Context: an optimization exercise on an open-source flow, tuned for small area, a short achievable clock period and few clock cycles per item. The choices shown serve that exercise and are no tape-out recipe. Function was checked by simulation only, so behaviour that the tests miss may differ from the original. No activity file was given, so power comes from the tool's default toggle rates.

==> try-quartz: inputs <==
// hxi_alu
module hxi_alu (
    input  wire        clk,
    input  wire        rst,
    input  wire        start,
    output wire        ready,
    input  wire [4:0]  fn,
    input  wire [2:0]  ty,
    input  wire [2:0]  ty2,
    input  wire        d,
    input  wire [63:0] wa_in,
    input  wire [63:0] wb_in,
    input  wire [4:0]  flags_in,
    output reg         done,
    output wire [63:0] wa_out,
    output wire [63:0] wb_out,
    output wire [4:0]  flags_out,
    output wire [1:0]  fault
);
clock: 11.0 ns
lec_check: 0
cap_margin: 40
core_margin: 2
core_utilization: 25
setup_slack_margin: 4.0
slew_margin: 40
run.sh (not shown) runs the stock make flow with config.mk's settings and CLKGATE_MAP_FILE= SYNTH_SCRIPT=/design/flow/synth_recipe.tcl, a recipe that flattens the netlist after the stock synthesis.
==> try-willow (differences from try-quartz) <==
--- a/flow/design.v
+++ b/flow/design.v
@@ -49,77 +49,59 @@
     reg  [7:0]  bencb;      
     reg  [5:0]  cnt;
     reg  [3:0]  r_n;        
     reg  [63:0] L;          
     reg         mfin;       
     reg  [2:0]  m_ty;       
     reg         m_d;
     reg  [3:0]  m_n;
-    reg  [63:0] wa_r, wb_r;     
+    reg  [63:0] dst_r, oth_r;   
+    reg  [1:0]  o_xs;           
     reg  [1:0]  fault_r;
     reg         r_swap;     
     reg         r_msel;     
     reg  [6:0]  r_lzn, r_lzd;   
+    reg         r_dneg;         
     reg         c_neg, c_sub;   
     reg         c_div, c_mul, c_swp;
     reg  [5:0]  r_ramt;         
     localparam R_AD = 0, R_AM = 1, R_MIN = 2, R_MAX = 3, R_AND = 4, R_OR = 5,
                R_XOR = 6, R_NOT = 7, R_SHL = 8, R_SHR = 9, R_SAR = 10, R_ROL = 11,
-               R_CVT = 12, R_Y = 13, R_SXB = 14, R_SXH = 15;
-    reg  [15:0] sel;
+               R_CVT = 12, R_Y = 13, R_SXB = 14, R_SXH = 15, R_X = 16;
+    reg  [16:0] sel;
+    reg  [15:0] in_sel;
     reg         sa, sb;     
     assign ready = rdy;
     wire [63:0] in_dst = d ? wb_in : wa_in;
     wire [63:0] in_oth = d ? wa_in : wb_in;
     wire in_ty_int  = (ty == T_I32) || (ty == T_U32) || (ty == T_I64);
     wire in_ty2_int = (ty2 == T_I32) || (ty2 == T_U32) || (ty2 == T_I64);
     wire in_ill = (fn > FN_SEXTH) || !in_ty_int || (fn == FN_SQRT) || (fn == FN_TRUNC) ||
                   ((fn == FN_CVT) ? !in_ty2_int : (ty2 != 3'd0));
     wire in_isdiv = (fn == FN_DIV) || (fn == FN_MOD);
     wire in_dz  = in_isdiv && (in_oth[31:0] == 32'd0) && ((ty != T_I64) || (in_oth[63:32] == 32'd0));
     wire in_mul = !in_ill && (fn == FN_MUL);
     wire in_div = !in_ill && in_isdiv && !in_dz;
     wire accept = start && rdy;
-    function [3:0] sigbytes;
-        input [63:0] v;
-        input [2:0]  t;
-        reg   [63:0] e;
-        reg   [62:0] df;      
-        reg   [7:0]  seg;     
-        reg          up;
-        integer k;
-        begin
-            e  = (t == T_I32) ? {{32{v[31]}}, v[31:0]} :
-                 (t == T_U32) ? {32'd0, v[31:0]} : v;
-            df = e[62:0] ^ e[63:1];
-            for (k = 1; k <= 7; k = k + 1)
-                seg[k] = |df[8 * k - 1 +: 8];
-            seg[0] = 1'b0;
-            sigbytes = 4'd8;
-            up = 1'b0;
-            for (k = 7; k >= 1; k = k - 1) begin
-                up = up | seg[k];
-                if (!up) sigbytes = k;
-            end
-        end
-    endfunction
-    wire [3:0] in_nwa  = sigbytes(wa_in, ty);
-    wire [3:0] in_nwb  = sigbytes(wb_in, ty);
-    wire [3:0] in_ndst = d ? in_nwb : in_nwa;
-    wire [3:0] in_noth = d ? in_nwa : in_nwb;
-    wire       in_swap = (in_ndst < in_noth);           
     wire [63:0] in_wm  = (ty == T_I64) ? 64'hFFFF_FFFF_FFFF_FFFF : 64'h0000_0000_FFFF_FFFF;
     wire       in_nega = (ty != T_U32) && ((ty == T_I64) ? wa_in[63] : wa_in[31]);
     wire       in_negb = (ty != T_U32) && ((ty == T_I64) ? wb_in[63] : wb_in[31]);
     wire [6:0] in_lza  = lzc64((in_nega ? ~wa_in : wa_in) & in_wm);
     wire [6:0] in_lzb  = lzc64((in_negb ? ~wb_in : wb_in) & in_wm);
     wire       in_dneg = d ? in_negb : in_nega;
     wire [6:0] in_lzn  = d ? in_lzb : in_lza;
     wire [6:0] in_lzd  = d ? in_lza : in_lzb;
+    wire [6:0] in_sba  = 7'd72 - in_lza;
+    wire [6:0] in_sbb  = 7'd72 - in_lzb;
+    wire [3:0] in_nwa  = in_sba[6:3];
+    wire [3:0] in_nwb  = in_sbb[6:3];
+    wire [3:0] in_ndst = d ? in_nwb : in_nwa;
+    wire [3:0] in_noth = d ? in_nwa : in_nwb;
+    wire       in_swap = (in_ndst < in_noth);           
     wire        fin    = state[I_FIN];
     reg         is32, signd;    
     wire [63:0] wmask  = is32 ? 64'h0000_0000_FFFF_FFFF : 64'hFFFF_FFFF_FFFF_FFFF;
     wire [63:0] a_m    = X & wmask;                                   
     wire [63:0] b_m    = Y & wmask;                                   
     wire [63:0] a_sx   = is32 ? {{32{X[31]}}, X[31:0]} : X;           
     wire [63:0] b_sx   = is32 ? {{32{Y[31]}}, Y[31:0]} : Y;
     wire [63:0] a_val  = signd ? a_sx : a_m;                         
@@ -216,17 +198,18 @@
                          ({64{sel[R_NOT]}} & ~X) |
                          ({64{sel[R_SHL]}} & (rot & m_l)) |
                          ({64{sel[R_SHR]}} & (rot & m_r)) |
                          ({64{sel[R_SAR]}} & ((rot & m_r) | (~m_r & {64{a_sx[63]}}))) |
                          ({64{sel[R_ROL]}} & rot) |
                          ({64{sel[R_CVT]}} & cvt_val) |
                          ({64{sel[R_Y]}}   & Y) |
                          ({64{sel[R_SXB]}} & {{56{X[7]}}, X[7:0]}) |
-                         ({64{sel[R_SXH]}} & {{48{X[15]}}, X[15:0]});
+                         ({64{sel[R_SXH]}} & {{48{X[15]}}, X[15:0]}) |
+                         ({64{sel[R_X]}}   & X);
     wire        m_first = state[I_EMUL];
     wire [11:0] in_encd = booth_enc({in_dst[7:0], 1'b0});
     assign in_enc  = booth_enc({in_oth[7:0], 1'b0});
     assign in_bsel = in_mul && in_swap;
     wire [63:0] m_a     = r_msel ? b_val : a_val;               
     wire [63:0] m_y     = m_first ? (r_swap ? a_val : b_val) : L;  
     wire [64:0] m_acc   = m_first ? 65'd0 : acc[64:0];
     function [11:0] booth_enc;
@@ -305,17 +288,17 @@
             end
             z6 = z5[1] & z5[0];
             c6 = z5[1] ? {1'b1, c5[0 +: 5]} : {1'b0, c5[5 +: 5]};
             lzc64 = z6 ? 7'd64 : {1'b0, c6};
         end
     endfunction
     wire [63:0] b_mag  = b_neg ? (~b_sx + 64'd1) : b_m;
     wire [63:0] a_mag  = a_neg ? (ad[63:0] & wmask) : a_m;
-    wire [7:0]  d_k    = {1'b0, r_lzd} - {1'b0, r_lzn};    
+    wire [7:0]  d_k    = {1'b0, r_lzd} - {1'b0, r_lzn} + {7'd0, r_dneg};    
     wire [6:0]  d_sh   = d_k[6:0] | 7'd1;
     wire [66:0] d_al   = {3'd0, b_mag} << d_sh;
     wire [68:0] d_d1   = {2'd0, acc};                 
     wire [68:0] d_d2   = {3'd0, acc[66:1]};           
     wire [68:0] d_ry   = {5'd0, Y};                   
     wire [68:0] d_t1   = d_ry - d_d1;
     wire [68:0] d_t2   = d_ry - d_d2;
     wire [68:0] d_cs   = d_ry ^ ~d_d1 ^ ~d_d2;       
@@ -354,51 +337,72 @@
         begin
             case (t)
                 T_I32:   extend = {{32{v[31]}}, v[31:0]};
                 T_U32:   extend = {32'd0, v[31:0]};
                 default: extend = v;
             endcase
         end
     endfunction
-    reg  [63:0] e_dst, e_oth;
-    reg  [1:0]  e_fault;
-    always @(*) begin
-        if (r_ill) begin
-            e_dst = X; e_oth = Y; e_fault = F_ILLEGAL;
-        end else if (r_dz) begin
-            e_dst = X; e_oth = Y; e_fault = F_DIVZERO;
-        end else begin
-            e_dst   = c_swp ? s_res : extend(s_res, s_rty);
-            e_oth   = s_oth;
-            e_fault = F_NONE;
+    wire [1:0]  e_fault = r_ill ? F_ILLEGAL : r_dz ? F_DIVZERO : F_NONE;
+    function [1:0] xcode;
+        input [2:0] t;
+        begin
+            xcode = (t == T_I32) ? 2'd1 : (t == T_U32) ? 2'd2 : 2'd0;
         end
-    end
-    wire [63:0] f_dst   = extend(p_res, r_ty);
+    endfunction
+    function [63:0] xapply;
+        input [63:0] v;
+        input [1:0]  x;
+        begin
+            xapply = (x == 2'd1) ? {{32{v[31]}}, v[31:0]} :
+                     (x == 2'd2) ? {32'd0, v[31:0]} : v;
+        end
+    endfunction
     reg         mf_v;
     always @(*) begin
         case (m_ty)
             T_I32:   mf_v = !((m_p[63:31] == 33'd0) || (m_p[63:31] == {33{1'b1}}));
             T_U32:   mf_v = (m_p[63:32] != 32'd0);
             default: mf_v = !m_hfit;
         endcase
     end
     wire [63:0] mf_dst = extend(m_p, m_ty);
     wire        mf_z   = (m_ty == T_I64) ? (m_p == 64'd0) : (m_p[31:0] == 32'd0);
     wire        mf_n   = (m_ty == T_I64) ? m_p[63] : m_p[31];
     reg         o_pass, o_side, o_w64;
     reg  [4:0]  o_flags;
-    wire [63:0] o_dst = o_side ? wb_r : wa_r;
+    wire [63:0] o_dst = dst_r;
     wire        o_z   = o_w64 ? (o_dst == 64'd0) : (o_dst[31:0] == 32'd0);
     wire        o_n   = o_w64 ? o_dst[63] : o_dst[31];
     assign flags_out = mfin ? {2'b00, mf_v, mf_n, mf_z} :
                        o_pass ? o_flags : {o_flags[4:2], o_n, o_z};
-    assign wa_out    = (mfin && !m_d) ? mf_dst : wa_r;
-    assign wb_out    = (mfin && m_d) ? mf_dst : wb_r;
+    wire [63:0] p_dst = mfin ? mf_dst : xapply(dst_r, o_xs);
+    wire        p_sd  = mfin ? m_d : o_side;
+    assign wa_out    = p_sd ? oth_r : p_dst;
+    assign wb_out    = p_sd ? p_dst : oth_r;
     assign fault     = mfin ? F_NONE : fault_r;
+    always @(*) begin
+        in_sel[R_AD]  = (fn == FN_ADD) || (fn == FN_SUB) || (fn == FN_NEG) || ((fn == FN_ABS) && in_dneg);
+        in_sel[R_AM]  = (fn == FN_ABS) && !in_dneg;
+        in_sel[R_MIN] = (fn == FN_MIN);
+        in_sel[R_MAX] = (fn == FN_MAX);
+        in_sel[R_AND] = (fn == FN_AND);
+        in_sel[R_OR]  = (fn == FN_OR);
+        in_sel[R_XOR] = (fn == FN_XOR);
+        in_sel[R_NOT] = (fn == FN_NOT);
+        in_sel[R_SHL] = (fn == FN_SHL);
+        in_sel[R_SHR] = (fn == FN_SHR);
+        in_sel[R_SAR] = (fn == FN_SAR);
+        in_sel[R_ROL] = (fn == FN_ROL);
+        in_sel[R_CVT] = (fn == FN_CVT);
+        in_sel[R_Y]   = (fn == FN_MOV) || (fn == FN_SWP);
+        in_sel[R_SXB] = (fn == FN_SEXTB);
+        in_sel[R_SXH] = (fn == FN_SEXTH);
+    end
     always @(posedge clk) begin
         if (rst) begin
             state <= S_RUN;
             rdy   <= 1'b1;
             v1    <= 1'b0;
             done  <= 1'b0;
             mfin  <= 1'b0;
         end else begin
@@ -496,56 +500,43 @@
             r_flags <= flags_in;
             r_ill   <= in_ill;
             r_dz    <= in_dz;
             X       <= in_dst;
             Y       <= in_oth;
             r_n     <= in_swap ? in_ndst : in_noth;
             r_swap  <= in_swap;
             r_msel  <= in_mul && in_swap;
-            r_lzn   <= in_lzn - {6'd0, in_dneg};    
+            r_lzn   <= in_lzn;
+            r_dneg  <= in_dneg;             
             r_lzd   <= in_lzd;
             c_neg   <= (fn == FN_NEG) || (fn == FN_ABS) || (fn == FN_DIV) || (fn == FN_MOD);
             c_sub   <= (fn != FN_ADD);
             c_div   <= (fn == FN_DIV);
             c_mul   <= (fn == FN_MUL);
-            c_swp   <= (fn == FN_SWP);
+            c_swp   <= (fn == FN_SWP) && !in_ill;
             r_ramt  <= ((fn == FN_SHL) || (fn == FN_ROL)) ? in_oth[5:0] : (6'd0 - in_oth[5:0]);
-            sel[R_AD]  <= (fn == FN_ADD) || (fn == FN_SUB) || (fn == FN_NEG) || ((fn == FN_ABS) && in_dneg);
-            sel[R_AM]  <= (fn == FN_ABS) && !in_dneg;
-            sel[R_MIN] <= (fn == FN_MIN);
-            sel[R_MAX] <= (fn == FN_MAX);
-            sel[R_AND] <= (fn == FN_AND);
-            sel[R_OR]  <= (fn == FN_OR);
-            sel[R_XOR] <= (fn == FN_XOR);
-            sel[R_NOT] <= (fn == FN_NOT);
-            sel[R_SHL] <= (fn == FN_SHL);
-            sel[R_SHR] <= (fn == FN_SHR);
-            sel[R_SAR] <= (fn == FN_SAR);
-            sel[R_ROL] <= (fn == FN_ROL);
-            sel[R_CVT] <= (fn == FN_CVT);
-            sel[R_Y]   <= (fn == FN_MOV) || (fn == FN_SWP);
-            sel[R_SXB] <= (fn == FN_SEXTB);
-            sel[R_SXH] <= (fn == FN_SEXTH);
+            sel     <= (in_ill || in_dz) ? (17'd1 << R_X) : {1'b0, in_sel};
             benc    <= in_bsel ? (in_encd & 12'b100_100_100_100) : in_enc;
             bencb   <= in_bsel ? {in_encd[10:9], in_encd[7:6], in_encd[4:3], in_encd[1:0]} : 8'd0;
         end
     end
     always @(posedge clk) begin
         if (fin) begin
             fault_r <= F_NONE;
             o_pass  <= 1'b0;
             o_side  <= r_d;
             o_w64   <= !is32;
+            o_xs    <= xcode(r_ty);
             o_flags <= {1'b0, 1'b0, p_v, 2'b00};
-            if (r_d) wb_r <= f_dst;
-            else     wa_r <= f_dst;
+            dst_r   <= p_res;
         end else if (state[I_RUN] || state[I_EMUL] || state[I_EDIV]) begin
             fault_r <= e_fault;
             o_pass  <= r_ill || r_dz;
             o_side  <= r_d;
             o_w64   <= (s_rty == T_I64);
+            o_xs    <= (r_ill || r_dz || c_swp) ? 2'd0 : xcode(s_rty);
             o_flags <= (r_ill || r_dz) ? r_flags : {1'b0, s_c, s_v, 2'b00};
-            wa_r    <= r_d ? e_oth : e_dst;
-            wb_r    <= r_d ? e_dst : e_oth;
+            dst_r   <= s_res;
+            oth_r   <= s_oth;
         end
     end
 endmodule
CAP_MARGIN = 35   (was 40)
CORE_UTILIZATION = 28   (was 25)
SETUP_SLACK_MARGIN = 5.0   (was 4.0)
SLEW_MARGIN = 35   (was 40)
==> qor summary <==
quantity                                                               try-willow               try-quartz
Status                                           no timing/DRC/antenna violations  no timing/DRC/antenna violations
Number of CTS-inserted buffers                                                 80                       81
First-pass DRT Iterations                                                      13                        9
Number of buffer and inverter instances along the worst setup path              5                        2
Antenna violations before repair                                               91                      136
Routing usage on met3                                                      0.2159                   0.2092
Share of total power in the clock network                                   0.112                    0.118
Switching Share                                                            0.5592                   0.5767
Part of the total power dissipated in sequential elements                   0.100                    0.104
Pin slew with the least headroom to its limit                             1405 ps                  1080 ps
Number of post-CTS setup repair buffers                                       402                      114
Hold slack final                                                         454.6 ps                 442.7 ps
Worst hold endpoint                                                 m_d$_DFFE_PP_  o_flags[3]$_SDFFE_PP0P_
Met2 Track Usage GR                                                        0.5382                   0.4931
P_leak                                                                   47.92 nW                 46.05 nW
CTS sink cnt                                                                  514                      510
Post-CTS Resized                                                             1436                      275
Relative area of non-clock buffer cells in the final design                0.1159                  0.09443
Multi-input gates                                                           10110                    10410
Crit path time final                                                      7062 ps                  7289 ps
WL/cell                                                                  42.39 um                 42.57 um
Inverters excl. clock                                                         677                      683
Testbench counts of try-quartz, summed over its fixed seeds: cycles 14,416, ops 6,000.
Testbench counts of try-willow, summed over its fixed seeds: cycles 14,416, ops 6,000.

## separate check: timing with driven ports
In the flow no input, the clock included, has a driving cell. The finished layouts below were timed again as built, in two steps. Step 1: set_driving_cell puts a clkbuf_16 on clk and a buf_2 on each other input, an assumption about the parent block. Step 2 times the ports against the registers' clock, not the clock port: input delays grow and output delays shrink by t, the midpoint of the rising clock arrivals with the driver on. Slacks: ideal / step 1 / step 2; pairs: ideal / step 1.
run | t, ns | slack for setup (ns) | worst data-port slew with drivers (ns)
try-quartz | 0.940 | 3.711 / 3.685 / 3.305 | 0.10
try-willow | 0.948 | 3.938 / 3.938 / 3.546 | 0.11
After both steps every run listed still meets setup and hold. The setup slack of try-quartz, which loses most, moves by -0.026 ns with the drivers and by -0.406 ns with both steps.
